Source: an optimization exercise on an open RTL-to-GDS flow (aim: small area, a short achievable clock period and few clock cycles per item). Production flows keep margins and buffers that such runs may drop.
In this exercise RTL edits were held to simulation tests only and were not proved equivalent to the original.
Power is estimated from default activity; no workload was simulated.

## oak
Design spread_hash, start of the top module:
module spread_hash (
    input  wire          clk,
    input  wire          rst,         
    input  wire          start,       
    input  wire          kind,        
    input  wire [63:0]   mask,        
    input  wire [1023:0] words,       
    input  wire [31:0]   seed,        
    input  wire [319:0]  key,         
    output reg           done,        
    output wire [31:0]   hash
);
clock: 7.0 ns
lec_check: 0
cap_margin: 35
core_area: 10 10 370 370
die_area: 0 0 380 380
setup_slack_margin: 4.5
slew_margin: 35
standard.sh (not shown) runs the stock make flow with config.mk's settings and CLKGATE_MAP_FILE= SYNTH_SCRIPT=/design/flow/synth_recipe.tcl, a recipe that flattens the netlist after the stock synthesis.
==> flow/flow/run.sh <==
#!/bin/bash
# The standard layout (standard.sh: standard synthesis unchanged), with two changes
# to how the layout is made:
#  - the buffer that buffer_ports puts on every input and output port is the smallest
#    buffer cell instead of the default choice (every port still gets its own buffer);
#  - pins on the top and bottom edges may use met4 as well as met2, so that the
#    1477 pins fit on the edges of a smaller die at the usual two-track spacing.
set -euo pipefail
export BUFFER_PORTS_ARGS="-buffer_cell sky130_fd_sc_hd__buf_1"
export IO_PLACER_V="met2 met4"
bash standard.sh finish > standard_flow.log 2>&1
Testbench counts of oak, summed over its fixed seeds: cycles 20,313, items 1,920.
The inputs of pine differ from those of oak as listed below.
==> flow/flow/run.sh <==
#!/bin/bash
# The standard layout (standard.sh: standard synthesis unchanged), except that the
# buffer that buffer_ports puts on every input and output port is the smallest buffer
# cell instead of the default choice (every port still gets its own buffer).
set -euo pipefail
export BUFFER_PORTS_ARGS="-buffer_cell sky130_fd_sc_hd__buf_1"
bash standard.sh finish > standard_flow.log 2>&1
-- flow/config.mk --
<<< oak, line 7
export LEC_CHECK = 0
export CAP_MARGIN = 35
export CORE_AREA = 10 10 370 370
export DIE_AREA = 0 0 380 380
export SETUP_SLACK_MARGIN = 4.5
export SLEW_MARGIN = 35
>>> pine, line 7
export LEC_CHECK = 0
export CAP_MARGIN = 35
export CORE_AREA = 10 10 500 500
export DIE_AREA = 0 0 510 510
export PLACE_DENSITY = 0.7
export SETUP_SLACK_MARGIN = 3.6
export SLEW_MARGIN = 35
==> comparison <==
Compare oak and pine | setup slack higher: oak
Diff oak -> pine | number of ordinary and repair buffers in the finished layout | decrease of about 25%
oak -> pine: number of pins exceeding their max-slew limit in the final report delta 0, exact match
Looking only at share of the clock period used by the worst path, and setting everything else aside, the lower value of oak and pine goes to oak.
Number of clock-tree buffers in the layout was lower in pine than in oak.
When the final numbers for oak and pine were put side by side, the relative contribution of combinational cells to total power turned out to be greater in oak.
In pine relative to oak, maximum frequency had gone down by a little under 10%.
Multi-input gate count of oak is on par with pine.
Buffer depth of the longest clock path came out exactly the same in oak and pine.
[pine vs oak] pin count of the biggest net entering global routing: lower in pine
When pine is measured against oak, its final cell count turns out about 10% higher.
The class of the most critical setup path comes out primary input to flop in one run and flop to flop in the other, namely in oak and pine respectively.
[inputs] birch vs pine
==> flow/flow/run.sh <==
#!/bin/bash
# The standard layout (standard.sh: standard synthesis unchanged), with two changes
# to how the layout is made:
#  - the buffer that buffer_ports puts on every input and output port is the smallest
#    buffer cell instead of the default choice (every port still gets its own buffer);
#  - pins on the top and bottom edges may use met4 as well as met2, so that the
#    1477 pins fit on the edges of a smaller die at the usual two-track spacing.
set -euo pipefail
export BUFFER_PORTS_ARGS="-buffer_cell sky130_fd_sc_hd__buf_1"
export IO_PLACER_V="met2 met4"
bash standard.sh finish > standard_flow.log 2>&1
-- flow/config.mk --
<<< pine, line 7
export LEC_CHECK = 0
export CAP_MARGIN = 35
export CORE_AREA = 10 10 500 500
export DIE_AREA = 0 0 510 510
export PLACE_DENSITY = 0.7
export SETUP_SLACK_MARGIN = 3.6
export SLEW_MARGIN = 35
>>> birch, line 7
export LEC_CHECK = 0
export CAP_MARGIN = 35
export CORE_AREA = 10 10 390 390
export DIE_AREA = 0 0 400 400
export SETUP_SLACK_MARGIN = 3.6
export SLEW_MARGIN = 35
## What came out
- Summary: with pine as the reference, total CTS buffers in birch moved down by a few percent.
- On global-route usage, the lower figure sits with pine, not birch.
- Diff pine and birch: share of total power in the clock network higher in pine
- In birch, the maximum number of pins on one net before global-route repair came out 6 above the value in pine.
- The met1 demand-to-capacity share in global routing reported for birch is greater than that of pine by 8.4 points.
- The clock network latency to the later pin of the worst-skew pair in birch sits 30 ps below the value recorded for pine.
- Against pine as the reference, birch delivers a lower clock-net power.
- Total power: higher on pine
- Relative to pine, the clock period minus worst slack of birch is higher by 140 ps.
- Diff pine -> birch | die outline width | decrease of 110 µm
[inputs] maple vs birch
==> flow/flow/run.sh <==
#!/bin/bash
# The standard layout (standard.sh: standard synthesis unchanged), except that the
# buffer that buffer_ports puts on every input and output port is the smallest buffer
# cell instead of the default choice (every port still gets its own buffer).
set -euo pipefail
export BUFFER_PORTS_ARGS="-buffer_cell sky130_fd_sc_hd__buf_1"
bash standard.sh finish > standard_flow.log 2>&1
-- flow/config.mk --
<<< birch, line 7
export LEC_CHECK = 0
export CAP_MARGIN = 35
export CORE_AREA = 10 10 390 390
export DIE_AREA = 0 0 400 400
export SETUP_SLACK_MARGIN = 3.6
export SLEW_MARGIN = 35
>>> maple, line 7
export LEC_CHECK = 0
export CAP_MARGIN = 35
export CORE_AREA = 10 10 500 500
export DIE_AREA = 0 0 510 510
export SETUP_SLACK_MARGIN = 3.2
export SLEW_MARGIN = 35
==> comparison <==
maple finished every stage and its layout cleared the timing, design-rule and antenna checks.
Changes observed in maple relative to birch: clock skew has increased, sequential share of layout area shrank by 0.31 points, met1 capacity usage during global routing went down, post-CTS setup repair buffer count increased 1, highest achievable clock rate now sits lower.
Looking at design area, maple sits 0.0010 mm² higher than birch does.
The following lists how cedar was set up differently from maple:
-- flow/config.mk --
<<< maple, line 9
export CORE_AREA = 10 10 500 500
export DIE_AREA = 0 0 510 510
export SETUP_SLACK_MARGIN = 3.2
export SLEW_MARGIN = 35
>>> cedar, line 9
export CORE_AREA = 10 10 500 500
export DIE_AREA = 0 0 510 510
export SETUP_SLACK_MARGIN = 4.5
export SLEW_MARGIN = 35
[summary]
cedar: done, clean on timing, DRC and antenna
The run with more setup slack is cedar; maple has less.
Summary of cedar over maple: critical path depth lost 4, number of buffers and inverters on the critical path picked up an extra 1, area share of xor/xnor cells in the synthesized design neither gained nor lost much, final cell count without fillers picked up an extra 660, switching share of power lost 3.4 points.
Count of multi-input combinational gates essentially unchanged between maple and cedar.
cedar ended up with primary input to flop as its critical path start-end classification; maple ended up with flop to flop.
As of cedar, area of the multi-input gates had risen by more than 10% compared to maple.
Looking at signal arrival time at the worst endpoint, cedar sits 700 ps below maple.
A critical path startpoint of words[68] is what cedar shows, while kw[37] belongs to maple.
The run showing the smaller utilization is maple.

-- re-timing with driven ports --
How much do the figures lean on ideal ports? The routed layouts below were timed once more, with nothing changed but the port constraints. Step 1: set_driving_cell puts a clkbuf_16 on clk and a buf_2 on each other input, an assumption about the parent block. Step 2, shift: input delay + t, output delay - t, t = (earliest + latest rising clock arrival at the registers) / 2. This alone moves slack from input paths to output paths. Slacks: ideal ports / drivers / drivers and shift; pairs: ideal ports / drivers.
| run | shift t [ns] | slack for setup (ns) | hold WS [ns] | worst data-port slew with drivers (ns) | pins driven straight from the clock port |
|---|---|---|---|---|---|
| oak | 0.690 | 3.817 / 3.814 / 3.124 | 0.485 / 0.485 / 0.485 | 0.40 | 1 |
| pine | 0.760 | 3.480 / 3.476 / 2.715 | 0.542 / 0.542 / 0.542 | 0.54 | 1 |
| birch | 0.711 | 3.337 / 3.337 / 2.715 | 0.512 / 0.512 / 0.512 | 0.34 | 1 |
| maple | 0.789 | 3.221 / 3.221 / 2.535 | 0.533 / 0.533 / 0.533 | 0.49 | 1 |
| cedar | 0.784 | 3.784 / 3.674 / 2.889 | 0.469 / 0.469 / 0.469 | 0.48 | 1 |
After both steps every run listed still meets setup and hold. For cedar, which loses most, drivers alone change the setup slack by -0.110 ns; drivers and shift together by -0.895 ns.
